Source: an optimization exercise on an open RTL-to-GDS flow (aim: small area and a short achievable clock period). Production flows keep margins and buffers that such runs may drop. Only simulation tests tie the RTL to the original design; equivalence was not proved. Power figures rest on the tool's default switching activity, not on a simulated workload.

**flow/design.v**
```verilog
module flt_rank_det (
    input  wire        clk,
    input  wire        rst,
    input  wire        sync,
    input  wire        cfg_rank_en,
    input  wire [4:0]  cfg_win,
    input  wire [4:0]  cfg_k,
    input  wire        cfg_suppress,
    input  wire [15:0] cfg_settle_base,
    input  wire [4:0]  cfg_pk_log2,
    input  wire [4:0]  cfg_rms_log2,
    input  wire [3:0]  cfg_atk,
    input  wire [3:0]  cfg_dcy,
    input  wire        in_valid,
    input  wire [15:0] in_data,
    output reg         out_valid,
    output reg  [15:0] out_data,
    output reg         out_settling,
    output reg         env_valid,
    output wire [15:0] env,
    output reg         env_ok,
    output reg         pk_valid,
    output wire [15:0] pk,
    output wire        pk_ok,
    output reg         rms_valid,
    output wire [15:0] rms,
    output wire        rms_ok
);
    integer i;
    wire restart = rst | sync;
    wire [3:0] win_i = cfg_win[4] ? 4'd15 :
                       (cfg_win < 5'd3) ? 4'd3 :
                       cfg_win[0] ? cfg_win[3:0] : cfg_win[3:0] - 4'd1;
    wire [4:0] pk_i  = (cfg_pk_log2 < 5'd4) ? 5'd4 :
                       (cfg_pk_log2 > 5'd16) ? 5'd16 : cfg_pk_log2;
    wire [4:0] rms_i = (cfg_rms_log2 < 5'd4) ? 5'd4 :
                       (cfg_rms_log2 > 5'd16) ? 5'd16 : cfg_rms_log2;
    reg        c_rank_en;
    reg [3:0]  win;           
    reg [14:3] inw_r;         
    reg [4:0]  c_k;
    reg [3:0]  km1;           
    reg        c_sup;
    reg [4:0]  pk_n;          
    reg [4:0]  rms_n;         
    reg [3:0]  c_atk;
    reg [3:0]  c_dcy;
    always @(posedge clk) begin
        if (restart) begin
            c_rank_en <= cfg_rank_en;
            win       <= win_i;
            for (i = 3; i < 15; i = i + 1)
                inw_r[i] <= (i < win_i);
            c_k       <= cfg_k;
            c_sup     <= cfg_suppress;
            pk_n      <= pk_i;
            rms_n     <= rms_i;
            c_atk     <= cfg_atk;
            c_dcy     <= cfg_dcy;
        end
    end
    wire [14:0] inw = {inw_r, 3'b111};
    reg [15:0] xa;
    reg        va;
    reg        r1;
    always @(posedge clk) begin
        xa <= in_data;
        va <= in_valid;
        r1 <= restart;
    end
    wire bv_en = va & ~r1;
    reg [15:0] w [0:14];
    reg [14:0] vld;
    reg [3:0]  dr [1:14];     
    reg        bv;
    function cmp16;
        input [15:0] a;
        input [15:0] b;
        input        eq;
        reg   [15:0] au, bu;
        reg          c;
        integer      k;
        begin
            au = ~a; au[15] = a[15];
            bu = b;  bu[15] = ~b[15];
            c  = eq;
            for (k = 0; k < 16; k = k + 1)
                c = (au[k] & bu[k]) | (au[k] & c) | (bu[k] & c);
            cmp16 = c;
        end
    endfunction
    wire zx = xa[15] | (xa == 16'd0);    
    wire [3:0] dr_x = ((win[2:1] == 2'b01) || (win[2:1] == 2'b11)) ? win : win - 4'd1;
    reg [3:0] dr0;
    always @* begin
        dr0 = dr_x;
        for (i = 1; i < 15; i = i + 1)
            if (inw[i])
                dr0 = dr0 ^ dr[i];
    end
    reg [3:0] dr_l;
    always @* begin
        dr_l = 4'd0;
        for (i = 2; i < 15; i = i + 2)
            if (inw[i] && (i == 14 || !inw[i+1]))
                dr_l = dr[i];
    end
    reg [13:0] cb;    
    reg [13:0] db;    
    always @* begin
        for (i = 0; i < 14; i = i + 1) begin
            cb[i] = vld[i] ? cmp16(xa, w[i], 1'b1) : zx;
            db[i] = ((i == 0) ? dr0 : dr[i]) > dr_l;
        end
    end
    always @(posedge clk) begin
        bv <= bv_en;
        if (r1) begin
            vld  <= 15'd0;
            km1  <= (c_k == 5'd0) ? 4'd0 :
                    (c_k > {1'b0, win}) ? win - 4'd1 : c_k[3:0] - 4'd1;
            for (i = 1; i < 15; i = i + 1)
                dr[i] <= i[3:0];
        end else if (bv_en) begin
            vld   <= {vld[13:0], 1'b1};
            dr[1] <= dr0 + {3'd0, cb[0]} - {3'd0, db[0]};
            for (i = 2; i < 15; i = i + 1)
                dr[i] <= dr[i-1] + {3'd0, cb[i-1]} - {3'd0, db[i-1]};
        end
        if (bv_en) begin
            w[0] <= xa;
            for (i = 1; i < 15; i = i + 1)
                w[i] <= w[i-1];
        end
    end
    reg [15:0] y;
    reg        hit_old;
    always @* begin
        hit_old = 1'b0;
        for (i = 1; i < 15; i = i + 1)
            if (inw[i] && dr[i] == km1)
                hit_old = 1'b1;
        y = (!c_rank_en || !hit_old) ? w[0] : 16'd0;
        for (i = 1; i < 15; i = i + 1)
            if (c_rank_en && inw[i] && vld[i] && dr[i] == km1)
                y = y | w[i];
    end
    wire [14:0] ymag = out_data[15] ? (~out_data[14:0] + {14'd0, (out_data[14:0] != 15'd0)})
                                    : out_data[14:0];
    reg [15:0] scnt;          
    reg [3:0]  wcnt;          
    reg [15:0] pos;           
    reg        cv;
    reg        c_pklast;
    reg        c_rmslast;
    reg [14:0] mag;
    reg        dv;
    reg        d_settling;
    reg        d_pklast;
    reg        d_rmslast;
    wire settling_now = (scnt != 16'd0) || (wcnt != 4'd0);
    reg [15:0] pk_mask, rms_mask;
    always @* begin
        for (i = 0; i < 16; i = i + 1) begin
            pk_mask[i]  = (i < pk_n);
            rms_mask[i] = (i < rms_n);
        end
    end
    always @(posedge clk) begin
        cv        <= bv & ~r1;
        dv         <= cv & ~r1;
        mag        <= (cv & ~r1) ? ymag : 15'd0;     
        d_settling <= out_settling;
        d_pklast   <= c_pklast;
        d_rmslast  <= c_rmslast;
        out_valid <= bv & ~r1 & ~restart & ~(c_sup & settling_now);
        out_data     <= y;
        out_settling <= settling_now;
        c_pklast     <= &(pos | ~pk_mask);
        c_rmslast    <= &(pos | ~rms_mask);
        if (restart)
            scnt <= cfg_settle_base;
        else if (bv && !r1 && wcnt == 4'd0 && scnt != 16'd0)
            scnt <= scnt - 16'd1;
        if (r1) begin
            wcnt <= c_rank_en ? win - 4'd1 : 4'd0;
            pos  <= 16'd0;
        end else if (bv) begin
            if (wcnt != 4'd0)
                wcnt <= wcnt - 4'd1;
            pos <= pos + 16'd1;
        end
    end
    function gt16;
        input [15:0] a;
        input [15:0] b;
        reg   [15:0] g, e;
        integer      k, s;
        begin
            for (k = 0; k < 16; k = k + 1) begin
                g[k] = a[k] & ~b[k];
                e[k] = ~(a[k] ^ b[k]);
            end
            for (s = 1; s < 16; s = s * 2)
                for (k = 0; k < 16; k = k + 2 * s) begin
                    g[k] = g[k+s] | (e[k+s] & g[k]);
                    e[k] = e[k+s] & e[k];
                end
            gt16 = g[0];
        end
    endfunction
    reg  [30:0] e_b;
    wire [30:0] xb      = {mag, 1'b1, 15'd0};
    wire        rising  = gt16({mag, 1'b1}, e_b[30:15]);
    wire signed [31:0] env_d = $signed({1'b0, xb}) - $signed({1'b0, e_b});
    wire signed [31:0] st_a = env_d >>> c_atk;
    wire signed [31:0] st_d = env_d >>> c_dcy;
    wire [30:0] e_a     = e_b + st_a[30:0];
    wire [30:0] e_d     = e_b + st_d[30:0];
    wire [30:0] e_next  = rising ? e_a : e_d;
    assign env = {1'b0, e_b[30:16]};
    reg  [14:0] pk_acc;
    reg         pk_bok;
    reg         pk_first;
    assign pk    = {1'b0, pk_acc};
    assign pk_ok = pk_bok;
    reg  [22:0] s_lo;
    reg  [22:0] s_hi;
    reg         s_c;
    reg         rms_bok;
    reg         rms_first;
    reg         rms_more;     
    reg         sq_ld;
    wire [45:0] acc_m = {rms_more ? s_hi : 23'd0,
                         rms_first ? 23'd0 : s_lo};
    wire        acc_cm = rms_more & s_c;
    wire [45:0] tr_s, tr_c;
    wire [14:0] msq = mag;                   
    wire ts1;
    wire tc2;
    assign ts1 = (msq[0] & msq[9]) ^ (msq[1] & msq[8]);
    assign tc2 = (msq[0] & msq[9]) & (msq[1] & msq[8]);
    wire ts3;
    wire tc4;
    assign ts3 = (msq[0] & msq[10]) ^ (msq[1] & msq[9]);
    assign tc4 = (msq[0] & msq[10]) & (msq[1] & msq[9]);
    wire ts5;
    wire tc6;
    assign ts5 = (msq[0] & msq[11]) ^ (msq[1] & msq[10]) ^ (msq[2] & msq[9]);
    assign tc6 = ((msq[0] & msq[11]) & (msq[1] & msq[10])) | ((msq[0] & msq[11]) & (msq[2] & msq[9])) | ((msq[1] & msq[10]) & (msq[2] & msq[9]));
    wire ts7;
    wire tc8;
    assign ts7 = (msq[3] & msq[8]) ^ (msq[4] & msq[7]);
    assign tc8 = (msq[3] & msq[8]) & (msq[4] & msq[7]);
    wire ts9;
    wire tc10;
    assign ts9 = (msq[0] & msq[12]) ^ (msq[1] & msq[11]) ^ (msq[2] & msq[10]);
    assign tc10 = ((msq[0] & msq[12]) & (msq[1] & msq[11])) | ((msq[0] & msq[12]) & (msq[2] & msq[10])) | ((msq[1] & msq[11]) & (msq[2] & msq[10]));
    wire ts11;
    wire tc12;
    assign ts11 = (msq[3] & msq[9]) ^ (msq[4] & msq[8]);
    assign tc12 = (msq[3] & msq[9]) & (msq[4] & msq[8]);
    wire ts13;
    wire tc14;
    assign ts13 = (msq[0] & msq[13]) ^ (msq[1] & msq[12]) ^ (msq[2] & msq[11]);
    assign tc14 = ((msq[0] & msq[13]) & (msq[1] & msq[12])) | ((msq[0] & msq[13]) & (msq[2] & msq[11])) | ((msq[1] & msq[12]) & (msq[2] & msq[11]));
    wire ts15;
    wire tc16;
    assign ts15 = (msq[3] & msq[10]) ^ (msq[4] & msq[9]) ^ (msq[5] & msq[8]);
    assign tc16 = ((msq[3] & msq[10]) & (msq[4] & msq[9])) | ((msq[3] & msq[10]) & (msq[5] & msq[8])) | ((msq[4] & msq[9]) & (msq[5] & msq[8]));
    wire ts17;
    wire tc18;
    assign ts17 = (msq[6] & msq[7]) ^ msq[7];
    assign tc18 = (msq[6] & msq[7]) & msq[7];
    wire ts19;
    wire tc20;
    assign ts19 = (msq[0] & msq[14]) ^ (msq[1] & msq[13]) ^ (msq[2] & msq[12]);
    assign tc20 = ((msq[0] & msq[14]) & (msq[1] & msq[13])) | ((msq[0] & msq[14]) & (msq[2] & msq[12])) | ((msq[1] & msq[13]) & (msq[2] & msq[12]));
    wire ts21;
    wire tc22;
    assign ts21 = (msq[3] & msq[11]) ^ (msq[4] & msq[10]) ^ (msq[5] & msq[9]);
    assign tc22 = ((msq[3] & msq[11]) & (msq[4] & msq[10])) | ((msq[3] & msq[11]) & (msq[5] & msq[9])) | ((msq[4] & msq[10]) & (msq[5] & msq[9]));
    wire ts23;
    wire tc24;
    assign ts23 = (msq[6] & msq[8]) ^ acc_m[15];
    assign tc24 = (msq[6] & msq[8]) & acc_m[15];
    wire ts25;
    wire tc26;
    assign ts25 = (msq[1] & msq[14]) ^ (msq[2] & msq[13]) ^ (msq[3] & msq[12]);
    assign tc26 = ((msq[1] & msq[14]) & (msq[2] & msq[13])) | ((msq[1] & msq[14]) & (msq[3] & msq[12])) | ((msq[2] & msq[13]) & (msq[3] & msq[12]));
    wire ts27;
    wire tc28;
    assign ts27 = (msq[4] & msq[11]) ^ (msq[5] & msq[10]) ^ (msq[6] & msq[9]);
    assign tc28 = ((msq[4] & msq[11]) & (msq[5] & msq[10])) | ((msq[4] & msq[11]) & (msq[6] & msq[9])) | ((msq[5] & msq[10]) & (msq[6] & msq[9]));
    wire ts29;
    wire tc30;
    assign ts29 = (msq[7] & msq[8]) ^ msq[8] ^ acc_m[16];
    assign tc30 = ((msq[7] & msq[8]) & msq[8]) | ((msq[7] & msq[8]) & acc_m[16]) | (msq[8] & acc_m[16]);
    wire ts31;
    wire tc32;
    assign ts31 = (msq[2] & msq[14]) ^ (msq[3] & msq[13]) ^ (msq[4] & msq[12]);
    assign tc32 = ((msq[2] & msq[14]) & (msq[3] & msq[13])) | ((msq[2] & msq[14]) & (msq[4] & msq[12])) | ((msq[3] & msq[13]) & (msq[4] & msq[12]));
    wire ts33;
    wire tc34;
    assign ts33 = (msq[5] & msq[11]) ^ (msq[6] & msq[10]) ^ (msq[7] & msq[9]);
    assign tc34 = ((msq[5] & msq[11]) & (msq[6] & msq[10])) | ((msq[5] & msq[11]) & (msq[7] & msq[9])) | ((msq[6] & msq[10]) & (msq[7] & msq[9]));
    wire ts35;
    wire tc36;
    assign ts35 = (msq[3] & msq[14]) ^ (msq[4] & msq[13]) ^ (msq[5] & msq[12]);
    assign tc36 = ((msq[3] & msq[14]) & (msq[4] & msq[13])) | ((msq[3] & msq[14]) & (msq[5] & msq[12])) | ((msq[4] & msq[13]) & (msq[5] & msq[12]));
    wire ts37;
    wire tc38;
    assign ts37 = (msq[6] & msq[11]) ^ (msq[7] & msq[10]) ^ (msq[8] & msq[9]);
    assign tc38 = ((msq[6] & msq[11]) & (msq[7] & msq[10])) | ((msq[6] & msq[11]) & (msq[8] & msq[9])) | ((msq[7] & msq[10]) & (msq[8] & msq[9]));
    wire ts39;
    wire tc40;
    assign ts39 = (msq[4] & msq[14]) ^ (msq[5] & msq[13]) ^ (msq[6] & msq[12]);
    assign tc40 = ((msq[4] & msq[14]) & (msq[5] & msq[13])) | ((msq[4] & msq[14]) & (msq[6] & msq[12])) | ((msq[5] & msq[13]) & (msq[6] & msq[12]));
    wire ts41;
    wire tc42;
    assign ts41 = (msq[5] & msq[14]) ^ (msq[6] & msq[13]) ^ (msq[7] & msq[12]);
    assign tc42 = ((msq[5] & msq[14]) & (msq[6] & msq[13])) | ((msq[5] & msq[14]) & (msq[7] & msq[12])) | ((msq[6] & msq[13]) & (msq[7] & msq[12]));
    wire ts43;
    wire tc44;
    assign ts43 = (msq[0] & msq[5]) ^ (msq[1] & msq[4]);
    assign tc44 = (msq[0] & msq[5]) & (msq[1] & msq[4]);
    wire ts45;
    wire tc46;
    assign ts45 = (msq[0] & msq[6]) ^ (msq[1] & msq[5]);
    assign tc46 = (msq[0] & msq[6]) & (msq[1] & msq[5]);
    wire ts47;
    wire tc48;
    assign ts47 = (msq[0] & msq[7]) ^ (msq[1] & msq[6]) ^ (msq[2] & msq[5]);
    assign tc48 = ((msq[0] & msq[7]) & (msq[1] & msq[6])) | ((msq[0] & msq[7]) & (msq[2] & msq[5])) | ((msq[1] & msq[6]) & (msq[2] & msq[5]));
    wire ts49;
    wire tc50;
    assign ts49 = (msq[3] & msq[4]) ^ msq[4];
    assign tc50 = (msq[3] & msq[4]) & msq[4];
    wire ts51;
    wire tc52;
    assign ts51 = (msq[0] & msq[8]) ^ (msq[1] & msq[7]) ^ (msq[2] & msq[6]);
    assign tc52 = ((msq[0] & msq[8]) & (msq[1] & msq[7])) | ((msq[0] & msq[8]) & (msq[2] & msq[6])) | ((msq[1] & msq[7]) & (msq[2] & msq[6]));
    wire ts53;
    wire tc54;
    assign ts53 = (msq[3] & msq[5]) ^ acc_m[9];
    assign tc54 = (msq[3] & msq[5]) & acc_m[9];
    wire ts55;
    wire tc56;
    assign ts55 = ts1 ^ (msq[2] & msq[7]) ^ (msq[3] & msq[6]);
    assign tc56 = (ts1 & (msq[2] & msq[7])) | (ts1 & (msq[3] & msq[6])) | ((msq[2] & msq[7]) & (msq[3] & msq[6]));
    wire ts57;
    wire tc58;
    assign ts57 = (msq[4] & msq[5]) ^ msq[5] ^ acc_m[10];
    assign tc58 = ((msq[4] & msq[5]) & msq[5]) | ((msq[4] & msq[5]) & acc_m[10]) | (msq[5] & acc_m[10]);
    wire ts59;
    wire tc60;
    assign ts59 = tc2 ^ ts3 ^ (msq[2] & msq[8]);
    assign tc60 = (tc2 & ts3) | (tc2 & (msq[2] & msq[8])) | (ts3 & (msq[2] & msq[8]));
    wire ts61;
    wire tc62;
    assign ts61 = (msq[3] & msq[7]) ^ (msq[4] & msq[6]) ^ acc_m[11];
    assign tc62 = ((msq[3] & msq[7]) & (msq[4] & msq[6])) | ((msq[3] & msq[7]) & acc_m[11]) | ((msq[4] & msq[6]) & acc_m[11]);
    wire ts63;
    wire tc64;
    assign ts63 = tc4 ^ ts5 ^ ts7;
    assign tc64 = (tc4 & ts5) | (tc4 & ts7) | (ts5 & ts7);
    wire ts65;
    wire tc66;
    assign ts65 = (msq[5] & msq[6]) ^ msq[6] ^ acc_m[12];
    assign tc66 = ((msq[5] & msq[6]) & msq[6]) | ((msq[5] & msq[6]) & acc_m[12]) | (msq[6] & acc_m[12]);
    wire ts67;
    wire tc68;
    assign ts67 = tc6 ^ tc8 ^ ts9;
    assign tc68 = (tc6 & tc8) | (tc6 & ts9) | (tc8 & ts9);
    wire ts69;
    wire tc70;
    assign ts69 = ts11 ^ (msq[5] & msq[7]) ^ acc_m[13];
    assign tc70 = (ts11 & (msq[5] & msq[7])) | (ts11 & acc_m[13]) | ((msq[5] & msq[7]) & acc_m[13]);
    wire ts71;
    wire tc72;
    assign ts71 = tc10 ^ tc12 ^ ts13;
    assign tc72 = (tc10 & tc12) | (tc10 & ts13) | (tc12 & ts13);
    wire ts73;
    wire tc74;
    assign ts73 = ts15 ^ ts17 ^ acc_m[14];
    assign tc74 = (ts15 & ts17) | (ts15 & acc_m[14]) | (ts17 & acc_m[14]);
    wire ts75;
    wire tc76;
    assign ts75 = tc14 ^ tc16 ^ tc18;
    assign tc76 = (tc14 & tc16) | (tc14 & tc18) | (tc16 & tc18);
    wire ts77;
    wire tc78;
    assign ts77 = ts19 ^ ts21 ^ ts23;
    assign tc78 = (ts19 & ts21) | (ts19 & ts23) | (ts21 & ts23);
    wire ts79;
    wire tc80;
    assign ts79 = tc20 ^ tc22 ^ tc24;
    assign tc80 = (tc20 & tc22) | (tc20 & tc24) | (tc22 & tc24);
    wire ts81;
    wire tc82;
    assign ts81 = ts25 ^ ts27 ^ ts29;
    assign tc82 = (ts25 & ts27) | (ts25 & ts29) | (ts27 & ts29);
    wire ts83;
    wire tc84;
    assign ts83 = tc26 ^ tc28 ^ tc30;
    assign tc84 = (tc26 & tc28) | (tc26 & tc30) | (tc28 & tc30);
    wire ts85;
    wire tc86;
    assign ts85 = ts31 ^ ts33 ^ acc_m[17];
    assign tc86 = (ts31 & ts33) | (ts31 & acc_m[17]) | (ts33 & acc_m[17]);
    wire ts87;
    wire tc88;
    assign ts87 = tc32 ^ tc34 ^ ts35;
    assign tc88 = (tc32 & tc34) | (tc32 & ts35) | (tc34 & ts35);
    wire ts89;
    wire tc90;
    assign ts89 = ts37 ^ msq[9] ^ acc_m[18];
    assign tc90 = (ts37 & msq[9]) | (ts37 & acc_m[18]) | (msq[9] & acc_m[18]);
    wire ts91;
    wire tc92;
    assign ts91 = tc36 ^ tc38 ^ ts39;
    assign tc92 = (tc36 & tc38) | (tc36 & ts39) | (tc38 & ts39);
    wire ts93;
    wire tc94;
    assign ts93 = (msq[7] & msq[11]) ^ (msq[8] & msq[10]) ^ acc_m[19];
    assign tc94 = ((msq[7] & msq[11]) & (msq[8] & msq[10])) | ((msq[7] & msq[11]) & acc_m[19]) | ((msq[8] & msq[10]) & acc_m[19]);
    wire ts95;
    wire tc96;
    assign ts95 = tc40 ^ ts41 ^ (msq[8] & msq[11]);
    assign tc96 = (tc40 & ts41) | (tc40 & (msq[8] & msq[11])) | (ts41 & (msq[8] & msq[11]));
    wire ts97;
    wire tc98;
    assign ts97 = (msq[9] & msq[10]) ^ msq[10] ^ acc_m[20];
    assign tc98 = ((msq[9] & msq[10]) & msq[10]) | ((msq[9] & msq[10]) & acc_m[20]) | (msq[10] & acc_m[20]);
    wire ts99;
    wire tc100;
    assign ts99 = tc42 ^ (msq[6] & msq[14]) ^ (msq[7] & msq[13]);
    assign tc100 = (tc42 & (msq[6] & msq[14])) | (tc42 & (msq[7] & msq[13])) | ((msq[6] & msq[14]) & (msq[7] & msq[13]));
    wire ts101;
    wire tc102;
    assign ts101 = (msq[8] & msq[12]) ^ (msq[9] & msq[11]) ^ acc_m[21];
    assign tc102 = ((msq[8] & msq[12]) & (msq[9] & msq[11])) | ((msq[8] & msq[12]) & acc_m[21]) | ((msq[9] & msq[11]) & acc_m[21]);
    wire ts103;
    wire tc104;
    assign ts103 = (msq[7] & msq[14]) ^ (msq[8] & msq[13]) ^ (msq[9] & msq[12]);
    assign tc104 = ((msq[7] & msq[14]) & (msq[8] & msq[13])) | ((msq[7] & msq[14]) & (msq[9] & msq[12])) | ((msq[8] & msq[13]) & (msq[9] & msq[12]));
    wire ts105;
    wire tc106;
    assign ts105 = (msq[10] & msq[11]) ^ msq[11] ^ acc_m[22];
    assign tc106 = ((msq[10] & msq[11]) & msq[11]) | ((msq[10] & msq[11]) & acc_m[22]) | (msq[11] & acc_m[22]);
    wire ts107;
    wire tc108;
    assign ts107 = (msq[8] & msq[14]) ^ (msq[9] & msq[13]) ^ (msq[10] & msq[12]);
    assign tc108 = ((msq[8] & msq[14]) & (msq[9] & msq[13])) | ((msq[8] & msq[14]) & (msq[10] & msq[12])) | ((msq[9] & msq[13]) & (msq[10] & msq[12]));
    wire ts109;
    wire tc110;
    assign ts109 = acc_m[23] ^ acc_cm;
    assign tc110 = acc_m[23] & acc_cm;
    wire ts111;
    wire tc112;
    assign ts111 = (msq[9] & msq[14]) ^ (msq[10] & msq[13]) ^ (msq[11] & msq[12]);
    assign tc112 = ((msq[9] & msq[14]) & (msq[10] & msq[13])) | ((msq[9] & msq[14]) & (msq[11] & msq[12])) | ((msq[10] & msq[13]) & (msq[11] & msq[12]));
    wire ts113;
    wire tc114;
    assign ts113 = msq[12] ^ acc_m[24];
    assign tc114 = msq[12] & acc_m[24];
    wire ts115;
    wire tc116;
    assign ts115 = (msq[10] & msq[14]) ^ (msq[11] & msq[13]);
    assign tc116 = (msq[10] & msq[14]) & (msq[11] & msq[13]);
    wire ts117;
    wire tc118;
    assign ts117 = (msq[11] & msq[14]) ^ (msq[12] & msq[13]);
    assign tc118 = (msq[11] & msq[14]) & (msq[12] & msq[13]);
    wire ts119;
    wire tc120;
    assign ts119 = (msq[0] & msq[3]) ^ (msq[1] & msq[2]);
    assign tc120 = (msq[0] & msq[3]) & (msq[1] & msq[2]);
    wire ts121;
    wire tc122;
    assign ts121 = (msq[0] & msq[4]) ^ (msq[1] & msq[3]);
    assign tc122 = (msq[0] & msq[4]) & (msq[1] & msq[3]);
    wire ts123;
    wire tc124;
    assign ts123 = ts43 ^ (msq[2] & msq[3]) ^ msq[3];
    assign tc124 = (ts43 & (msq[2] & msq[3])) | (ts43 & msq[3]) | ((msq[2] & msq[3]) & msq[3]);
    wire ts125;
    wire tc126;
    assign ts125 = tc44 ^ ts45 ^ (msq[2] & msq[4]);
    assign tc126 = (tc44 & ts45) | (tc44 & (msq[2] & msq[4])) | (ts45 & (msq[2] & msq[4]));
    wire ts127;
    wire tc128;
    assign ts127 = tc46 ^ ts47 ^ ts49;
    assign tc128 = (tc46 & ts47) | (tc46 & ts49) | (ts47 & ts49);
    wire ts129;
    wire tc130;
    assign ts129 = tc48 ^ tc50 ^ ts51;
    assign tc130 = (tc48 & tc50) | (tc48 & ts51) | (tc50 & ts51);
    wire ts131;
    wire tc132;
    assign ts131 = tc52 ^ tc54 ^ ts55;
    assign tc132 = (tc52 & tc54) | (tc52 & ts55) | (tc54 & ts55);
    wire ts133;
    wire tc134;
    assign ts133 = tc56 ^ tc58 ^ ts59;
    assign tc134 = (tc56 & tc58) | (tc56 & ts59) | (tc58 & ts59);
    wire ts135;
    wire tc136;
    assign ts135 = tc60 ^ tc62 ^ ts63;
    assign tc136 = (tc60 & tc62) | (tc60 & ts63) | (tc62 & ts63);
    wire ts137;
    wire tc138;
    assign ts137 = tc64 ^ tc66 ^ ts67;
    assign tc138 = (tc64 & tc66) | (tc64 & ts67) | (tc66 & ts67);
    wire ts139;
    wire tc140;
    assign ts139 = tc68 ^ tc70 ^ ts71;
    assign tc140 = (tc68 & tc70) | (tc68 & ts71) | (tc70 & ts71);
    wire ts141;
    wire tc142;
    assign ts141 = tc72 ^ tc74 ^ ts75;
    assign tc142 = (tc72 & tc74) | (tc72 & ts75) | (tc74 & ts75);
    wire ts143;
    wire tc144;
    assign ts143 = tc76 ^ tc78 ^ ts79;
    assign tc144 = (tc76 & tc78) | (tc76 & ts79) | (tc78 & ts79);
    wire ts145;
    wire tc146;
    assign ts145 = tc80 ^ tc82 ^ ts83;
    assign tc146 = (tc80 & tc82) | (tc80 & ts83) | (tc82 & ts83);
    wire ts147;
    wire tc148;
    assign ts147 = tc84 ^ tc86 ^ ts87;
    assign tc148 = (tc84 & tc86) | (tc84 & ts87) | (tc86 & ts87);
    wire ts149;
    wire tc150;
    assign ts149 = tc88 ^ tc90 ^ ts91;
    assign tc150 = (tc88 & tc90) | (tc88 & ts91) | (tc90 & ts91);
    wire ts151;
    wire tc152;
    assign ts151 = tc92 ^ tc94 ^ ts95;
    assign tc152 = (tc92 & tc94) | (tc92 & ts95) | (tc94 & ts95);
    wire ts153;
    wire tc154;
    assign ts153 = tc96 ^ tc98 ^ ts99;
    assign tc154 = (tc96 & tc98) | (tc96 & ts99) | (tc98 & ts99);
    wire ts155;
    wire tc156;
    assign ts155 = tc100 ^ tc102 ^ ts103;
    assign tc156 = (tc100 & tc102) | (tc100 & ts103) | (tc102 & ts103);
    wire ts157;
    wire tc158;
    assign ts157 = tc104 ^ tc106 ^ ts107;
    assign tc158 = (tc104 & tc106) | (tc104 & ts107) | (tc106 & ts107);
    wire ts159;
    wire tc160;
    assign ts159 = tc108 ^ tc110 ^ ts111;
    assign tc160 = (tc108 & tc110) | (tc108 & ts111) | (tc110 & ts111);
    wire ts161;
    wire tc162;
    assign ts161 = tc112 ^ tc114 ^ ts115;
    assign tc162 = (tc112 & tc114) | (tc112 & ts115) | (tc114 & ts115);
    wire ts163;
    wire tc164;
    assign ts163 = tc116 ^ ts117 ^ msq[13];
    assign tc164 = (tc116 & ts117) | (tc116 & msq[13]) | (ts117 & msq[13]);
    wire ts165;
    wire tc166;
    assign ts165 = tc118 ^ (msq[12] & msq[14]);
    assign tc166 = tc118 & (msq[12] & msq[14]);
    wire ts167;
    wire tc168;
    assign ts167 = (msq[13] & msq[14]) ^ msq[14];
    assign tc168 = (msq[13] & msq[14]) & msq[14];
    wire ts169;
    wire tc170;
    assign ts169 = (msq[0] & msq[1]) ^ msq[1];
    assign tc170 = (msq[0] & msq[1]) & msq[1];
    wire ts171;
    wire tc172;
    assign ts171 = (msq[0] & msq[2]) ^ acc_m[3];
    assign tc172 = (msq[0] & msq[2]) & acc_m[3];
    wire ts173;
    wire tc174;
    assign ts173 = ts119 ^ msq[2] ^ acc_m[4];
    assign tc174 = (ts119 & msq[2]) | (ts119 & acc_m[4]) | (msq[2] & acc_m[4]);
    wire ts175;
    wire tc176;
    assign ts175 = tc120 ^ ts121 ^ acc_m[5];
    assign tc176 = (tc120 & ts121) | (tc120 & acc_m[5]) | (ts121 & acc_m[5]);
    wire ts177;
    wire tc178;
    assign ts177 = tc122 ^ ts123 ^ acc_m[6];
    assign tc178 = (tc122 & ts123) | (tc122 & acc_m[6]) | (ts123 & acc_m[6]);
    wire ts179;
    wire tc180;
    assign ts179 = tc124 ^ ts125 ^ acc_m[7];
    assign tc180 = (tc124 & ts125) | (tc124 & acc_m[7]) | (ts125 & acc_m[7]);
    wire ts181;
    wire tc182;
    assign ts181 = tc126 ^ ts127 ^ acc_m[8];
    assign tc182 = (tc126 & ts127) | (tc126 & acc_m[8]) | (ts127 & acc_m[8]);
    wire ts183;
    wire tc184;
    assign ts183 = tc128 ^ ts129 ^ ts53;
    assign tc184 = (tc128 & ts129) | (tc128 & ts53) | (ts129 & ts53);
    wire ts185;
    wire tc186;
    assign ts185 = tc130 ^ ts131 ^ ts57;
    assign tc186 = (tc130 & ts131) | (tc130 & ts57) | (ts131 & ts57);
    wire ts187;
    wire tc188;
    assign ts187 = tc132 ^ ts133 ^ ts61;
    assign tc188 = (tc132 & ts133) | (tc132 & ts61) | (ts133 & ts61);
    wire ts189;
    wire tc190;
    assign ts189 = tc134 ^ ts135 ^ ts65;
    assign tc190 = (tc134 & ts135) | (tc134 & ts65) | (ts135 & ts65);
    wire ts191;
    wire tc192;
    assign ts191 = tc136 ^ ts137 ^ ts69;
    assign tc192 = (tc136 & ts137) | (tc136 & ts69) | (ts137 & ts69);
    wire ts193;
    wire tc194;
    assign ts193 = tc138 ^ ts139 ^ ts73;
    assign tc194 = (tc138 & ts139) | (tc138 & ts73) | (ts139 & ts73);
    wire ts195;
    wire tc196;
    assign ts195 = tc140 ^ ts141 ^ ts77;
    assign tc196 = (tc140 & ts141) | (tc140 & ts77) | (ts141 & ts77);
    wire ts197;
    wire tc198;
    assign ts197 = tc142 ^ ts143 ^ ts81;
    assign tc198 = (tc142 & ts143) | (tc142 & ts81) | (ts143 & ts81);
    wire ts199;
    wire tc200;
    assign ts199 = tc144 ^ ts145 ^ ts85;
    assign tc200 = (tc144 & ts145) | (tc144 & ts85) | (ts145 & ts85);
    wire ts201;
    wire tc202;
    assign ts201 = tc146 ^ ts147 ^ ts89;
    assign tc202 = (tc146 & ts147) | (tc146 & ts89) | (ts147 & ts89);
    wire ts203;
    wire tc204;
    assign ts203 = tc148 ^ ts149 ^ ts93;
    assign tc204 = (tc148 & ts149) | (tc148 & ts93) | (ts149 & ts93);
    wire ts205;
    wire tc206;
    assign ts205 = tc150 ^ ts151 ^ ts97;
    assign tc206 = (tc150 & ts151) | (tc150 & ts97) | (ts151 & ts97);
    wire ts207;
    wire tc208;
    assign ts207 = tc152 ^ ts153 ^ ts101;
    assign tc208 = (tc152 & ts153) | (tc152 & ts101) | (ts153 & ts101);
    wire ts209;
    wire tc210;
    assign ts209 = tc154 ^ ts155 ^ ts105;
    assign tc210 = (tc154 & ts155) | (tc154 & ts105) | (ts155 & ts105);
    wire ts211;
    wire tc212;
    assign ts211 = tc156 ^ ts157 ^ ts109;
    assign tc212 = (tc156 & ts157) | (tc156 & ts109) | (ts157 & ts109);
    wire ts213;
    wire tc214;
    assign ts213 = tc158 ^ ts159 ^ ts113;
    assign tc214 = (tc158 & ts159) | (tc158 & ts113) | (ts159 & ts113);
    wire ts215;
    wire tc216;
    assign ts215 = tc160 ^ ts161 ^ acc_m[25];
    assign tc216 = (tc160 & ts161) | (tc160 & acc_m[25]) | (ts161 & acc_m[25]);
    wire ts217;
    wire tc218;
    assign ts217 = tc162 ^ ts163 ^ acc_m[26];
    assign tc218 = (tc162 & ts163) | (tc162 & acc_m[26]) | (ts163 & acc_m[26]);
    wire ts219;
    wire tc220;
    assign ts219 = tc164 ^ ts165 ^ acc_m[27];
    assign tc220 = (tc164 & ts165) | (tc164 & acc_m[27]) | (ts165 & acc_m[27]);
    wire ts221;
    wire tc222;
    assign ts221 = tc166 ^ ts167 ^ acc_m[28];
    assign tc222 = (tc166 & ts167) | (tc166 & acc_m[28]) | (ts167 & acc_m[28]);
    wire ts223;
    wire tc224;
    assign ts223 = tc168 ^ acc_m[29];
    assign tc224 = tc168 & acc_m[29];
    assign tr_s = {acc_m[45], acc_m[44], acc_m[43], acc_m[42], acc_m[41], acc_m[40], acc_m[39], acc_m[38], acc_m[37], acc_m[36], acc_m[35], acc_m[34], acc_m[33], acc_m[32], acc_m[31], tc224, tc222, tc220, tc218, tc216, tc214, tc212, tc210, tc208, tc206, tc204, tc202, tc200, tc198, tc196, tc194, tc192, tc190, tc188, tc186, tc184, tc182, tc180, tc178, tc176, tc174, tc172, tc170, ts169, acc_m[1], msq[0]};
    assign tr_c = {1'b0, 1'b0, 1'b0, 1'b0, 1'b0, 1'b0, 1'b0, 1'b0, 1'b0, 1'b0, 1'b0, 1'b0, 1'b0, 1'b0, 1'b0, acc_m[30], ts223, ts221, ts219, ts217, ts215, ts213, ts211, ts209, ts207, ts205, ts203, ts201, ts199, ts197, ts195, ts193, ts191, ts189, ts187, ts185, ts183, ts181, ts179, ts177, ts175, ts173, ts171, acc_m[2], 1'b0, acc_m[0]};
    always @(posedge clk) begin
        {s_c, s_lo} <= {1'b0, tr_s[22:0]} + {1'b0, tr_c[22:0]};
        s_hi        <= tr_s[45:23] + tr_c[45:23];
        env_valid <= dv & ~r1 & ~restart;
        pk_valid  <= dv & d_pklast & ~r1 & ~restart;
        sq_ld     <= dv & d_rmslast & ~r1;
        if (r1) begin
            e_b       <= 31'h0000_8000;
            pk_first  <= 1'b1;
            rms_first <= 1'b1;
            rms_more  <= 1'b0;
        end else if (dv) begin
            e_b       <= e_next;
            env_ok    <= !d_settling;
            pk_first  <= d_pklast;
            rms_first <= d_rmslast;
            rms_more  <= !d_rmslast;
            if (pk_first || mag > pk_acc)
                pk_acc <= mag;
            if (pk_first)
                pk_bok <= !d_settling;
            if (rms_first)
                rms_bok <= !d_settling;
        end
    end
    wire [45:0] sum_acc = {s_hi + {22'd0, s_c}, s_lo};
    reg  [43:0] sq_a;
    reg  [4:0]  sq_jm1;       
    always @* begin
        if (rms_n == 5'd4) begin
            sq_a   = {sum_acc[33:2], 12'd0};
            sq_jm1 = 5'd15;
        end else if (rms_n[0]) begin
            sq_a   = {1'b0, sum_acc[45:3]};
            sq_jm1 = 5'd23 - rms_n[4:1];           
        end else begin
            sq_a   = sum_acc[45:2];
            sq_jm1 = 5'd23 - rms_n[4:1];           
        end
    end
    reg  [43:0] sq_op;
    reg  [15:0] sq_root;
    reg  [15:0] sq_rem;
    reg  [4:0]  sq_cnt;
    reg         sq_ok;
    wire [17:0] sq_rem_t = {sq_rem, sq_op[43:42]};
    wire [17:0] sq_trial = {sq_root, 2'b01};
    wire [18:0] sq_diff  = {1'b0, sq_rem_t} - {1'b0, sq_trial};
    wire        sq_take  = !sq_diff[18];
    wire        sq_take0 = sq_a[43] | sq_a[42];
    assign rms    = sq_root;
    assign rms_ok = sq_ok;
    always @(posedge clk) begin
        rms_valid <= (sq_cnt == 5'd1) & ~r1 & ~restart;
        if (r1) begin
            sq_cnt <= 5'd0;
        end else if (sq_ld) begin
            sq_cnt <= sq_jm1;
            sq_ok  <= rms_bok;
        end else if (sq_cnt != 5'd0) begin
            sq_cnt <= sq_cnt - 5'd1;
        end
        if (sq_ld) begin
            sq_op   <= {sq_a[41:0], 2'b00};
            sq_root <= {15'd0, sq_take0};
            sq_rem  <= {14'd0, sq_a[43:42] - {1'b0, sq_take0}};
        end else begin
            sq_op   <= {sq_op[41:0], 2'b00};
            sq_rem  <= sq_take ? sq_diff[15:0] : sq_rem_t[15:0];
            if (sq_cnt == 5'd1)
                sq_root <= sq_root + {15'd0, sq_take};
            else
                sq_root <= {sq_root[14:0], sq_take};
        end
    end
endmodule
```
**flow/flow/run.sh**
```bash
#!/bin/bash
# Standard synthesis, then the standard ORFS layout steps with:
# - port buffers of a plain buffer cell (buf_2) rather than the default,
set -euo pipefail
bash standard.sh synth > synth.log 2>&1
bash standard.sh SETUP_SLACK_MARGIN=10.9 TNS_END_PERCENT=100 \
    "BUFFER_PORTS_ARGS=-buffer_cell sky130_fd_sc_hd__buf_2" finish > layout.log 2>&1
```
**flow/standard.sh**
```bash
#!/bin/bash
# synth_recipe.tcl (not shown) runs the flow's synth.tcl, then flattens the netlist and writes it again
# the make line also repeats each setting of config.mk as NAME=value (left out here)
make -C /OpenROAD-flow-scripts/flow DESIGN_CONFIG=/design/flow/config.mk WORK_HOME=/design/flow/orfs CLKGATE_MAP_FILE= SYNTH_SCRIPT=/design/flow/synth_recipe.tcl "${@:-finish}"
```
**flow/config.mk**
```make
export PLATFORM = sky130hd
export DESIGN_NAME = flt_rank_det
export DESIGN_NICKNAME = flt_rank_det
export VERILOG_FILES = /design/flow/design.v
export SDC_FILE = /design/flow/constraint.sdc
export NUM_CORES = 8
export LEC_CHECK = 0
export ABC_AREA = 1
export CAP_MARGIN = 20
export CORE_MARGIN = 2
export CORE_UTILIZATION = 58
export CTS_CLUSTER_DIAMETER = 60
export CTS_CLUSTER_SIZE = 30
export SLEW_MARGIN = 20
```
**flow/constraint.sdc**
```tcl
create_clock -name core_clock -period 15.0 [get_ports {clk}]
set_input_delay 3.0000 -clock core_clock [delete_from_list [all_inputs] [get_ports {clk}]]
set_output_delay 3.0000 -clock core_clock [all_outputs]
set_load 0.01 [all_outputs]
```
==> impl_metrics.py, run 1 <==
metrics = {
    "cts": {
        "numCtsBuffers": 57,
        "cts_tree": "done",
        "cts_root_buf": "clkbuf_16",
        "hold_buffers": 0,
        "htreeDepth": 2,
        "clkSinkCount": 626,
        "clk_latency_ps": 660,
        "cts.path.max_buffers": 3,
        "clk_pin_slew_ps": 80,
    },
    "critical_path": {
        "end_kind": "output port",
        "slowest_stage": "edfxtp_1",
        "worstPathRequired_ps": 12000,
        "crit_fanout": 1,
        "max_stage_delay_ps": 500,
        "critical_path_arrival_ps": 1330,
        "cp_cell_sequence": "buf_2",
        "startpoint_type": "register",
        "crit_family": "flip-flops",
        "worstSetupPathType": "reg -> out",
        "path_buf_inv": 1,
    },
    "power": {
        "ir_worst_vdd_v": 0.000157,
        "p_leak_nw": 23.0,
        "power.density_mw_per_mm2": 115,
    },
    "timing": {
        "fmax_ghz": 0.231,
        "clock_skew_ps": 47.1,
        "rsz0062_at_grt": "yes",
        "drv_slew": 0,
        "period_minus_slack_ps": 4330,
        "hold_violations": 0,
        "setup_viol": 0,
        "finalCritPeriodShare_pct": 28.9,
        "relSlewSlack_pct": 17.9,
        "setup_tns_ps": 0,
        "tightest_slew_ps": 1220,
    },
    "placed_design": {
        "io_buffers": 135,
        "dp_hpwl_microns": 85700,
        "globalplace.congestion": 0.922,
    },
    "run_status": {
        "outcome": "complete, no violations",
    },
    "hold_path": {
        "hold_path.class": "reg -> reg",
    },
    "floorplan": {
        "die_x_microns": 272,
        "start_util_pct": 58.3,
        "die_y_microns": 272,
        "coreArea_sq_mm": 0.0712,
        "row_count": 98,
        "die-area_sq_mm": 0.0738,
        "ioPinCount": 138,
    },
    "route": {
        "vias": 37100,
        "drc": 0,
        "ant_nets": 0,
        "wirelength_microns": 124000,
        "drt_iter0_markers": 3514,
        "wl_per_cell_microns": 19.1,
        "viasPerCell": 5.69,
        "first_pass_iters": 6,
    },
    "layout": {
        "syn2layout_area_growth_pct": 18.7,
        "most-common-layout-cells": "1047 x nand2_1, 837 x inv_1, 322 x nor2_1",
        "layout-drive-gt1-share_pct": 16.9,
        "fin_util_pct": 69.2,
        "mostFrequentLayoutCell": "nand2_1",
        "insertedDiodeCount": 0,
        "nets": 5943,
    },
    "yosys": {
        "synthCells": 5234,
        "async_reset_ff_share_pct": 0,
        "ys.flop_type": "edfxtp_1",
        "yosysSeqAreaShare_pct": 37.8,
        "yosysUniqueCellTypes": 67,
        "ys_warn_count": 4,
        "syn_area_sq_mm": 0.0416,
        "synth-edff-count": 316,
        "syn_avg_cell_area_sq_um": 7.94,
        "ys_ff_latch": 626,
    },
    "grt": {
        "antenna_found_initial": 0,
        "grt_max_degree": 87,
        "grt_first_pass_wirelength_microns": 191000,
        "first_global_vias": 34900,
        "grtUsageTotal_pct": 32.5,
        "grt_overflow": 0,
    },
    "flow_run": {
        "drv_cap": 0,
    },
}
==> stage by stage <==
stage | power (mW) | hold slack [ps] | instance area (sq um) | cells | worst slack, ps
4_1_cts | 5.61 | 332 | 47900 | 6429 | 10650
3_3_place_gp | 3.70 | 311 | 43000 | 6171 | 9380
6_report | 5.69 | 333 | 49300 | 6517 | 10670
3_5_place_dp | 3.73 | 313 | 43000 | 6171 | 9270
5_1_grt | 6.02 | 342 | 49300 | 6517 | 10480
2_1_floorplan | 3.32 | 310 | 41700 | 5235 | 10780
==> synthesized netlist by cell type, types with 19 or more instances <==
| cell type | n | area [sq um] |
|---|---|---|
| a22oi_1 | 19 | 143 |
| xnor2_1 | 90 | 788 |
| o21ai_0 | 255 | 1280 |
| o211ai_1 | 26 | 195 |
| fa_1 | 101 | 2020 |
| nand2_1 | 1096 | 4110 |
| nor4_1 | 19 | 119 |
| a31oi_1 | 40 | 250 |
| clkbuf_1 | 126 | 473 |
| buf_4 | 22 | 165 |
| edfxtp_1 | 316 | 9490 |
| o22ai_1 | 209 | 1310 |
| nor2_1 | 350 | 1310 |
| nand3_1 | 204 | 1020 |
| ha_1 | 258 | 3230 |
| xor2_1 | 191 | 1670 |
| buf_2 | 20 | 100 |
| nand4_1 | 56 | 350 |
| nor3_1 | 49 | 245 |
| a221oi_1 | 36 | 315 |
| dfxtp_1 | 310 | 6210 |
| o21bai_1 | 28 | 210 |
| a211oi_1 | 19 | 143 |
| inv_1 | 873 | 3280 |
| a21oi_1 | 298 | 1490 |
==> cell families after synthesis <==
group           count (synthesis)  synth area share (%)
xor+xnor                      281                  5.92
flops                         626                  37.8
other cells                     1               0.00903
fa+ha+maj                     359                  12.6
simple gates                 1833                  18.3
mux                             7                 0.169
compound gates               1048                  15.1
buf+inv                      1079                  10.1
==> worst reg2reg max path, cell delays in order (launching register included) <==
cell and delay, ps:
dfxtp_2 330, buf_8 140, nand2_2 70, inv_2 40, fa_2 380, fa_2 360
fa_2 340, fa_2 550, ha_4 150, inv_4 40, fa_2 370, nor2_2 100
a211oi_2 60, o21ai_2 180, a21oi_2 80, o21bai_1 170, nand2_1 150, nor3_4 230
nand2_2 140, nor3_2 210, xnor2_1 120
==> per-layer routing <==
layer / vias to the layer above / part of all wire (%) / GRT usage (%)
li1: 18000 / - / -
met1: 17600 / 43 / 44.8
met2: 1306 / 46 / 52.3
met3: 249 / 7.3 / 5.15
met4: 0 / 3.6 / 11.0
met5: - / 0 / 0
==> path summary, 6_finish.rpt <==
check            from  endpoint  depth (start not counted)  slack [ps]
max            pk_bok     pk_ok                          1       10670
max reg2reg   mag[12]  s_hi[20]                         20       10710
min reg2reg  c_pklast  d_pklast                          0         330
min          c_pklast  d_pklast                          0         330
==> registers in the layout, summed over array words and instances (netlist names), 16 cells and up <==
signal / flops
dr: 56
e_b: 31
out_data: 16
pos: 16
s_hi: 23
s_lo: 23
scnt: 16
sq_op: 42
sq_rem: 16
sq_root: 16
w: 240
xa: 16
==> layout make-up <==
class,count,area [sq um]
multi-input combinational,3533,23300
fill,5932,21900
sequential,626,15900
inverter,892,3410
timing repair buffer,404,3350
clock buffer,64,1530
tap,950,1190
clock inverter,44,641
timing repair inverter,4,31.3
==> what timing repair did <==
item / in CTS / in global routing
endpoints found under the hold margin: 0 / 0
resized for setup: 417 / 205
buffers inserted: 142 / 85
pin swaps: 80 / 85
endpoints found under the setup margin: 163 / 155
cloned: 8 / 2
==> where the power goes <==
part / leakage [nW] / switching, mW / total, mW / internal (mW)
Clock: 1.06 / 0.798 / 1.67 / 0.876
Combinational: 16.4 / 1.14 / 1.96 / 0.828
Sequential: 5.52 / 0.126 / 2.05 / 1.93
Total: 23.0 / 2.06 / 5.69 / 3.63
==> inputs of run 2 (changes only) <==
--- a/flow/design.v
+++ b/flow/design.v
@@ -89,40 +89,43 @@
             cmp16 = c;
         end
     endfunction
-    wire zx = xa[15] | (xa == 16'd0);    
-    wire [3:0] dr_x = ((win[2:1] == 2'b01) || (win[2:1] == 2'b11)) ? win : win - 4'd1;
-    reg [3:0] dr0;
-    always @* begin
-        dr0 = dr_x;
-        for (i = 1; i < 15; i = i + 1)
-            if (inw[i])
-                dr0 = dr0 ^ dr[i];
-    end
-    reg [3:0] dr_l;
+    reg [15:0] lv;
+    reg [15:0] lv_nx;
     always @* begin
-        dr_l = 4'd0;
-        for (i = 2; i < 15; i = i + 2)
-            if (inw[i] && (i == 14 || !inw[i+1]))
-                dr_l = dr[i];
+        lv_nx = 16'd0;
+        for (i = 1; i < 14; i = i + 2)
+            if (inw[i+1] && (i == 13 || !inw[i+2]) && vld[i])
+                lv_nx = w[i];
     end
+    wire zx = xa[15] | (xa == 16'd0);    
     reg [13:0] cb;    
     reg [13:0] db;    
     always @* begin
         for (i = 0; i < 14; i = i + 1) begin
             cb[i] = vld[i] ? cmp16(xa, w[i], 1'b1) : zx;
-            db[i] = ((i == 0) ? dr0 : dr[i]) > dr_l;
+            db[i] = vld[i] & cmp16(lv, w[i], 1'b0);
         end
     end
+    wire [3:0] dr_x = ((win[2:1] == 2'b01) || (win[2:1] == 2'b11)) ? win : win - 4'd1;
+    reg [3:0] dr0;
+    always @* begin
+        dr0 = dr_x;
+        for (i = 1; i < 15; i = i + 1)
+            if (inw[i])
+                dr0 = dr0 ^ dr[i];
+    end
     always @(posedge clk) begin
         bv <= bv_en;
         if (r1) begin
             vld  <= 15'd0;
+            lv   <= 16'd0;
             km1  <= (c_k == 5'd0) ? 4'd0 :
                     (c_k > {1'b0, win}) ? win - 4'd1 : c_k[3:0] - 4'd1;
             for (i = 1; i < 15; i = i + 1)
                 dr[i] <= i[3:0];
         end else if (bv_en) begin
             vld   <= {vld[13:0], 1'b1};
+            lv    <= lv_nx;
             dr[1] <= dr0 + {3'd0, cb[0]} - {3'd0, db[0]};
             for (i = 2; i < 15; i = i + 1)
                 dr[i] <= dr[i-1] + {3'd0, cb[i-1]} - {3'd0, db[i-1]};
@@ -209,16 +212,22 @@
             gt16 = g[0];
         end
     endfunction
-    reg  [30:0] e_b;
-    wire [30:0] xb      = {mag, 1'b1, 15'd0};
-    wire        rising  = gt16({mag, 1'b1}, e_b[30:15]);
-    wire signed [31:0] env_d = $signed({1'b0, xb}) - $signed({1'b0, e_b});
+    reg  [15:0] e_hi;         
+    reg  [14:0] e_lo;         
+    reg         e_c;
+    wire        rising  = gt16({mag, ~e_c}, e_hi);
+    wire signed [31:0] env_d = $signed({1'b0, mag, ~e_c, 15'd0}) - $signed({1'b0, e_hi, e_lo});
     wire signed [31:0] st_a = env_d >>> c_atk;
     wire signed [31:0] st_d = env_d >>> c_dcy;
-    wire [30:0] e_a     = e_b + st_a[30:0];
-    wire [30:0] e_d     = e_b + st_d[30:0];
-    wire [30:0] e_next  = rising ? e_a : e_d;
-    assign env = {1'b0, e_b[30:16]};
+    wire [30:0] st      = rising ? st_a[30:0] : st_d[30:0];
+    wire [15:0] n_lo    = {1'b0, e_lo} + {1'b0, st[14:0]};
+    wire [16:0] n_hx    = {e_hi, 1'b1} + {st[30:15], e_c};    
+    wire [15:0] n_hi    = n_hx[16:1];
+    reg  [14:0] env_r;
+    reg         env_up;       
+    reg         env_ok_p;
+    wire [15:0] e_top   = e_hi + {15'd0, e_c};
+    assign env = {1'b0, env_r};
     reg  [14:0] pk_acc;
     reg         pk_bok;
     reg         pk_first;
@@ -689,17 +698,24 @@
     always @(posedge clk) begin
         {s_c, s_lo} <= {1'b0, tr_s[22:0]} + {1'b0, tr_c[22:0]};
         s_hi        <= tr_s[45:23] + tr_c[45:23];
-        env_valid <= dv & ~r1 & ~restart;
+        env_up    <= dv & ~r1;
+        env_valid <= env_up & ~r1 & ~restart;
+        env_r     <= e_top[15:1];
+        env_ok    <= env_ok_p;
         pk_valid  <= dv & d_pklast & ~r1 & ~restart;
         sq_ld     <= dv & d_rmslast & ~r1;
         if (r1) begin
-            e_b       <= 31'h0000_8000;
+            e_hi      <= 16'd1;
+            e_lo      <= 15'd0;
+            e_c       <= 1'b0;
             pk_first  <= 1'b1;
             rms_first <= 1'b1;
             rms_more  <= 1'b0;
         end else if (dv) begin
-            e_b       <= e_next;
-            env_ok    <= !d_settling;
+            e_hi      <= n_hi;
+            e_lo      <= n_lo[14:0];
+            e_c       <= n_lo[15];
+            env_ok_p  <= !d_settling;
             pk_first  <= d_pklast;
             rms_first <= d_rmslast;
             rms_more  <= !d_rmslast;
==> flow/flow/run.sh (replaced) <==
#!/bin/bash
# Standard synthesis, then the standard ORFS layout steps with:
# - port buffers of a plain buffer cell (buf_2) rather than the default,
set -euo pipefail
bash standard.sh synth > synth.log 2>&1
bash standard.sh SETUP_SLACK_MARGIN=10.6 TNS_END_PERCENT=100 \
    "BUFFER_PORTS_ARGS=-buffer_cell sky130_fd_sc_hd__buf_2" finish > layout.log 2>&1
--- a/flow/config.mk
+++ b/flow/config.mk
@@ -8,7 +8,7 @@
 export ABC_AREA = 1
 export CAP_MARGIN = 20
 export CORE_MARGIN = 2
-export CORE_UTILIZATION = 58
+export CORE_UTILIZATION = 65
 export CTS_CLUSTER_DIAMETER = 60
 export CTS_CLUSTER_SIZE = 30
 export SLEW_MARGIN = 20
==> run 2 against run 1 <==
  * Combinational power is 28% lower
  * First-iteration DRC count up 54%
  * Worst hold slack worse by 0.75 ps
  * Design area up 1.9%
  * Worst setup slack worse by 76 ps
  * Flip-flop and latch count is 34 higher
  * Count of clock-buffer cells in the layout down 7
  * Power decreased by 10%
  * Core utilization is 4.1 points higher
  * Critical path depth did not move
  * Register-to-register slack got worse by 90 ps
  * Area after synthesis grew 8.0%
  * Largest cell class unchanged
==> impl_metrics.py, run 2 <==
metrics = {
    "placed_design": {
        "dpl_worst_slack_ps": 8980,
        "dp_hpwl_microns": 102000,
        "dp_cells": 6743,
        "globalplace.congestion": 0.984,
        "io_buffers": 135,
    },
    "route": {
        "drc": 0,
        "vias": 42500,
        "wl_per_cell_microns": 20.4,
        "viasPerCell": 6.10,
        "wirelength_microns": 142000,
        "ant_nets": 0,
        "drt_iter0_markers": 5416,
        "first_pass_iters": 9,
    },
    "yosys": {
        "ys_warn_count": 4,
        "syn_area_sq_mm": 0.0449,
        "yosysTopAreaCell": "edfxtp_1",
        "syn_avg_cell_area_sq_um": 7.58,
        "yosysUniqueCellTypes": 67,
        "synth_top_area_share_pct": 21.1,
        "async_reset_ff_share_pct": 0,
        "synth-edff-count": 316,
        "synth.most_common_cell": "nand2_1",
        "ys_ff_latch": 660,
        "synthCells": 5920,
        "ys.flop_type": "dfxtp_1",
        "yosysSeqAreaShare_pct": 36.5,
        "netlist_top_cells_count": "1232 x nand2_1, 1109 x inv_1, 427 x o22ai_1, 344 x dfxtp_1, 336 x nor2_1",
        "synth.area.top_cells": "edfxtp_1 21%, dfxtp_1 15%, nand2_1 10%",
    },
    "critical_path": {
        "max_stage_delay_ps": 540,
        "cp.depth": 1,
        "rrSetupSlack_ps": 10620,
        "worstSetupPathType": "reg -> out",
        "r2r-start": "mag[1]",
        "critical_path_arrival_ps": 1410,
        "path_buf_inv": 1,
        "startpoint_type": "register",
        "worstPathRequired_ps": 12000,
        "crit_fanout": 3,
        "reg2reg_to": "s_c",
        "crit_family": "flip-flops",
        "cp_cell_sequence": "buf_2",
        "slowest_stage": "dfxtp_1",
        "reg2reg_depth": 18,
        "end_kind": "output port",
    },
    "floorplan": {
        "ioPinCount": 138,
        "die_y_microns": 267,
        "die_x_microns": 267,
        "die-area_sq_mm": 0.0712,
        "row_count": 96,
        "coreArea_sq_mm": 0.0685,
        "start_util_pct": 65.6,
    },
    "grt": {
        "grt_overflow": 0,
        "met2_usage_pct": 61.4,
        "use_met3_pct": 6.48,
        "first_global_vias": 39100,
        "antenna_found_initial": 7,
        "grt.busiest_layer": "met2",
        "grt_max_degree": 163,
        "grtUsageTotal_pct": 38.6,
        "grtUsageMet1_pct": 51.2,
        "grt_first_pass_wirelength_microns": 215000,
    },
    "cts": {
        "cts.path.max_buffers": 3,
        "clk_pin_slew_ps": 90,
        "clk_latency_ps": 670,
        "numCtsBuffers": 53,
        "cts_tree": "done",
        "clkSinkCount": 660,
        "htreeDepth": 2,
        "hold_buffers": 0,
        "cts_root_buf": "clkbuf_16",
    },
    "timing": {
        "setup_tns_ps": 0,
        "period_minus_slack_ps": 4410,
        "clock_skew_ps": 31.2,
        "relSlewSlack_pct": 26.3,
        "setup_ws_ps": 10590,
        "drv_slew": 0,
        "fin_hold_ws_ps": 332,
        "fmax_ghz": 0.227,
        "hold_violations": 0,
        "tightest_slew_ps": 1100,
        "setup_viol": 0,
        "finalCritPeriodShare_pct": 29.4,
        "rsz0062_at_grt": "yes",
    },
    "layout": {
        "most-common-layout-cells": "1198 x nand2_1, 1081 x inv_1, 427 x o22ai_1",
        "reg_top3": "w (240), dr (56), sq_op (42)",
        "fillers": 5424,
        "largest_reg_flops": 240,
        "largest-register": "w",
        "ff_latch_area_sq_mm": 0.0165,
        "layout-drive-gt1-share_pct": 11.2,
        "syn2layout_area_growth_pct": 11.9,
        "nets": 6417,
        "multi_input_area_sq_mm": 0.0243,
        "fin_cells": 6972,
        "mostFrequentLayoutCell": "nand2_1",
    },
    "hold_path": {
        "hold_path_end": "d_rmslast",
        "hold_start": "c_rmslast",
        "hold_path.class": "reg -> reg",
        "hold_depth": 0,
    },
    "power": {
        "ir_worst_vdd_v": 0.000147,
        "power.density_mw_per_mm2": 102,
        "p_leak_nw": 23.9,
    },
    "flow_run": {
        "drv_cap": 0,
    },
    "run_status": {
        "outcome": "complete, no violations",
    },
}
run 2: cell families after synthesis:
group,count (synthesis),share of synthesized area [%]
flip-flops,660,36.5
adder cells (fa/ha/maj),307,10.3
other,1,0.00835
XOR/XNOR,306,5.97
buffers and inverters,1363,11.6
AND/OR/NAND/NOR,1942,17.8
AO/OA/AOI/OAI,1332,17.6
multiplexers,9,0.201
run 2: how the worst max path moves through the flow:
stage	start	to
after floorplan	mag[12]	s_hi[20]
after global placement	mag[0]	e_lo[14]
after detailed placement	mag[0]	e_lo[14]
after CTS	e_hi[12]	e_lo[14]
after global routing	e_hi[8]	e_hi[12]
final	out_data[14]	out_data[14]
run 2: layout make-up:
type	count	share of cell area, %
Antenna cell	2	0.00996
Clock buffer	57	2.73
Clock inverter	42	1.01
Inverter	1129	8.57
Multi-Input combinational cell	3900	48.3
Sequential cell	660	32.8
Tap cell	882	2.20
Timing Repair Buffer	299	4.29
Timing Repair inverter	1	0.00996
run 2: metal layers:
metal / part of all wire (%) / vias to the layer above / wire length [microns]
met2: 45 / 2475 / 64600
met4: 5.6 / 8 / 7960
met1: 39 / 19700 / 54900
met5: 0.086 / - / 123
li1: - / 19800 / -
met3: 10 / 464 / 14700
run 2: timing repair:
item	4_1_cts	5_1_grt
setup endpoints to repair	57	119
cloned	3	5
setup buffers	28	92
gates resized for setup	136	196
pin swaps	18	72
run 2: worst reg2reg max path: cells and delay by family (launching register included):
kind,cells,cell delay [ps]
AO/OA/AOI/OAI,4,700
adder cells (fa/ha/maj),5,2370
AND/OR/NAND/NOR,5,520
buffers and inverters,4,310
flip-flops,1,390
run 2: metrics by stage:
stage | util (%) | total power, mW | cell area (sq um)
after floorplan | - | 3.14 | 44900
after global placement | 67.2 | 3.48 | 46000
after detailed placement | 67.2 | 3.50 | 46000
after CTS | 71.1 | 5.05 | 48700
after global routing | 73.4 | 5.35 | 50200
final | 73.4 | 5.11 | 50200
run 2: power by group:
| group | internal (mW) | switching (mW) |
|---|---|---|
| registers | 2.00 | 0.159 |
| logic | 0.532 | 0.881 |
| clock network | 0.723 | 0.817 |
==> inputs of run 3 (changes only) <==
==> flow/flow/run.sh (replaced) <==
#!/bin/bash
# Standard synthesis, then the standard ORFS layout steps with:
# - port buffers of a plain buffer cell (buf_2) rather than the default,
set -euo pipefail
bash standard.sh synth > synth.log 2>&1
bash standard.sh SETUP_SLACK_MARGIN=10.8 TNS_END_PERCENT=100 \
    "BUFFER_PORTS_ARGS=-buffer_cell sky130_fd_sc_hd__buf_2" finish > layout.log 2>&1
==> run 3 against run 2 <==
  * Still clean
  * Maximum frequency is 0.16% higher
  * Design area rose by 2.2%
  * Routed wire length up 2.5%
  * Via count up 0.68%
  * Sequential share of layout area down 0.60 points
  * Worst setup slack better by 7.1 ps
  * Sequential power is essentially flat
  * Flip-flop and latch count did not move
  * Clock power increased by 4%
  * Critical path depth is 20 higher
  * Global-route usage increased by 0.76 points
  * Largest cell class unchanged
  * Largest power group unchanged
  * Highest routed layer is now met4
==> impl_metrics.py, run 3 <==
metrics = {
    "layout": {
        "reg_top3": "w (240), dr (56), sq_op (42)",
        "fillers": 5198,
        "syn2layout_area_growth_pct": 14.4,
        "largest-register": "w",
        "layout-drive-gt1-share_pct": 13.5,
        "largest_reg_flops": 240,
        "most-common-layout-cells": "1188 x nand2_1, 1071 x inv_1, 427 x o22ai_1",
        "nets": 6477,
        "mostFrequentLayoutCell": "nand2_1",
    },
    "yosys": {
        "synthCells": 5920,
        "syn_area_sq_mm": 0.0449,
        "yosysUniqueCellTypes": 67,
        "synth.area.top_cells": "edfxtp_1 21%, dfxtp_1 15%, nand2_1 10%",
        "synth.most_common_cell": "nand2_1",
        "ys_ff_latch": 660,
        "syn_avg_cell_area_sq_um": 7.58,
        "async_reset_ff_share_pct": 0,
        "ys.flop_type": "dfxtp_1",
        "yosysSeqAreaShare_pct": 36.5,
        "ys_warn_count": 4,
        "netlist_top_cells_count": "1232 x nand2_1, 1109 x inv_1, 427 x o22ai_1, 344 x dfxtp_1, 336 x nor2_1",
        "synth-edff-count": 316,
        "yosysTopAreaCell": "edfxtp_1",
        "synth_top_area_share_pct": 21.1,
    },
    "hold_path": {
        "hold_path.class": "reg -> reg",
        "hold_path_end": "d_pklast",
        "hold_depth": 0,
        "hold_start": "c_pklast",
    },
    "timing": {
        "setup_viol": 0,
        "fmax_ghz": 0.227,
        "drv_slew": 0,
        "clock_skew_ps": 43.2,
        "fin_hold_ws_ps": 329,
        "relSlewSlack_pct": 27.4,
        "finalCritPeriodShare_pct": 29.3,
        "setup_tns_ps": 0,
        "rsz0062_at_grt": "yes",
        "tightest_slew_ps": 1090,
        "hold_violations": 0,
        "period_minus_slack_ps": 4400,
    },
    "grt": {
        "grt_first_pass_wirelength_microns": 219000,
        "first_global_vias": 39700,
        "antenna_found_initial": 1,
        "grt_max_degree": 164,
        "grtUsageTotal_pct": 39.3,
        "grt_overflow": 0,
    },
    "placed_design": {
        "dp_hpwl_microns": 102000,
        "globalplace.congestion": 0.991,
        "io_buffers": 135,
    },
    "cts": {
        "clk_latency_ps": 680,
        "numCtsBuffers": 54,
        "cts.path.max_buffers": 3,
        "cts_tree": "done",
        "clk_pin_slew_ps": 90,
        "clkSinkCount": 660,
        "htreeDepth": 2,
        "cts_root_buf": "clkbuf_16",
    },
    "critical_path": {
        "rrSetupSlack_ps": 10600,
        "worstPathRequired_ps": 15580,
        "critical_path_arrival_ps": 4980,
        "reg2reg_to": "s_hi[20]",
        "crit_fanout": 4,
        "reg2reg_depth": 21,
        "worstSetupStartpoint": "mag[12]",
        "end_kind": "register",
        "worstSetupPathType": "reg -> reg",
        "r2r-start": "mag[12]",
        "startpoint_type": "register",
    },
    "floorplan": {
        "die_x_microns": 267,
        "row_count": 96,
        "ioPinCount": 138,
        "die-area_sq_mm": 0.0712,
        "die_y_microns": 267,
        "coreArea_sq_mm": 0.0685,
        "start_util_pct": 65.6,
    },
    "power": {
        "power.density_mw_per_mm2": 102,
        "ir_worst_vdd_v": 0.000119,
        "finalPower_mw": 5.24,
        "p_leak_nw": 24.4,
    },
    "route": {
        "wl_per_cell_microns": 20.7,
        "wirelength_microns": 146000,
        "ant_nets": 0,
        "first_pass_iters": 6,
        "drc": 0,
        "viasPerCell": 6.09,
        "vias": 42800,
        "drt_iter0_markers": 5211,
    },
    "flow_run": {
        "drv_cap": 0,
    },
    "run_status": {
        "outcome": "complete, no violations",
    },
}
==> run 3: cell counts after synthesis <==
Identical to the previous run, type by type.
==> run 3: how the worst max path moves through the flow <==
stage          endpoint  slack (ps)
6_report       s_hi[20]       10600
5_1_grt        s_hi[20]       10460
4_1_cts        s_hi[20]       10660
3_5_place_dp   e_lo[14]        9240
3_3_place_gp   e_lo[13]        9370
2_1_floorplan  s_hi[20]       10630
==> run 3: worst max-delay path: stages, from the launching register on <==
cell,delay (ps)
dfxtp_4,370
buf_4,150
nand2_4,50
inv_2,40
fa_2,340
fa_2,360
fa_2,360
fa_2,550
ha_4,130
inv_2,40
fa_2,360
o21ai_2,160
a21oi_2,80
o21bai_1,220
a21oi_2,100
o21ai_2,190
nand3_2,140
nor2_4,150
nand2_2,90
nor2_4,190
nand3_2,90
xor2_1,140
==> run 3: through the flow <==
stage                     utilization, %  cell area, sq um  setup slack (ps)  std cells
after floorplan                        -             45000             10630       5921
after global placement              67.2             46000              9370       6742
after detailed placement            67.2             46000              9240       6742
after CTS                           73.1             50100             10660       6962
after global routing                75.0             51400             10460       7032
final                               75.0             51400             10600       7033
==> run 3: per-layer routing <==
layer | track usage, % | part of all wire (%) | up-vias | wire [microns]
li1 | - | - | 19900 | -
met1 | 51.1 | 38 | 19900 | 55500
met2 | 63.3 | 46 | 2504 | 66700
met3 | 6.97 | 10 | 499 | 15200
met4 | 20.0 | 5.8 | 0 | 8420
met5 | 0 | 0 | - | 0
==> run 3: layout make-up <==
type	count	area, sq um	area share, %
timing repair buffer	353	2690	5.23
inverter	1129	4320	8.42
sequential	660	16600	32.2
clock inverter	42	557	1.08
tap	882	1100	2.15
multi-input combinational	3903	24700	48.0
clock buffer	60	1450	2.82
antenna	1	2.50	0.00487
timing repair inverter	3	15.0	0.0292
==> run 3: cell families (layout without fill, tap and decap cells) <==
logic type                 Yosys count  after routing  synth area share (%)
and+or+nand+nor                   1942           1946                  17.8
buffers and inverters             1363           1587                  11.6
AOI/OAI and AO/OA                 1332           1333                  17.6
DFF                                660            660                  36.5
adders and majority gates          307            307                  10.3
xor gates and xnor gates           306            306                  5.97
muxes                                9              9                 0.201
other                                1              3               0.00835
==> run 3: report_power, final <==
group | switching [mW] | internal [mW]
sequential | 0.144 | 2.01
combinational | 0.909 | 0.576
clock | 0.841 | 0.761
total | 1.89 | 3.35
==> run 3: repair_timing <==
item / 4_1_cts / 5_1_grt
buffers inserted: 111 / 66
cloned: 7 / 4
hold buffers: 0 / 0
pin swaps: 58 / 105
setup endpoints to repair: 173 / 192
gates resized for setup: 280 / 202
endpoints found under the hold margin: 0 / 0

-- port drivers added, routing unchanged --
The flow's constraints put no driver on any port. The routed layouts listed below were extracted and timed again, unchanged, in two steps. Step 1: set_driving_cell puts a clkbuf_16 on clk and a buf_2 on each other input, an assumption about the parent block. Step 2 adds t to the input delays and takes it off the output delays; t is the mean of the earliest and latest rising clock arrival at the registers after step 1. Input paths then give back, and output paths get back, about the clock's delay inside the block. a / b / c = no drivers / after step 1 / after step 2; a / b = the first two.
| run | t, ns | setup WS [ns] | worst hold slack (ns) | latest minus earliest clock arrival (ns) |
|---|---|---|---|---|
| run 1 | 0.708 | 10.670 / 10.600 / 10.355 | 0.333 / 0.333 / 0.333 | 0.050 / 0.050 |
| run 2 | 0.722 | 10.594 / 10.522 / 10.616 | 0.332 / 0.332 / 0.332 | 0.036 / 0.036 |
| run 3 | 0.734 | 10.601 / 10.601 / 10.601 | 0.329 / 0.329 / 0.329 | 0.045 / 0.045 |
After both steps every run listed still meets setup and hold. For run 1, which loses most, drivers alone change the setup slack by -0.070 ns; drivers and shift together by -0.315 ns.
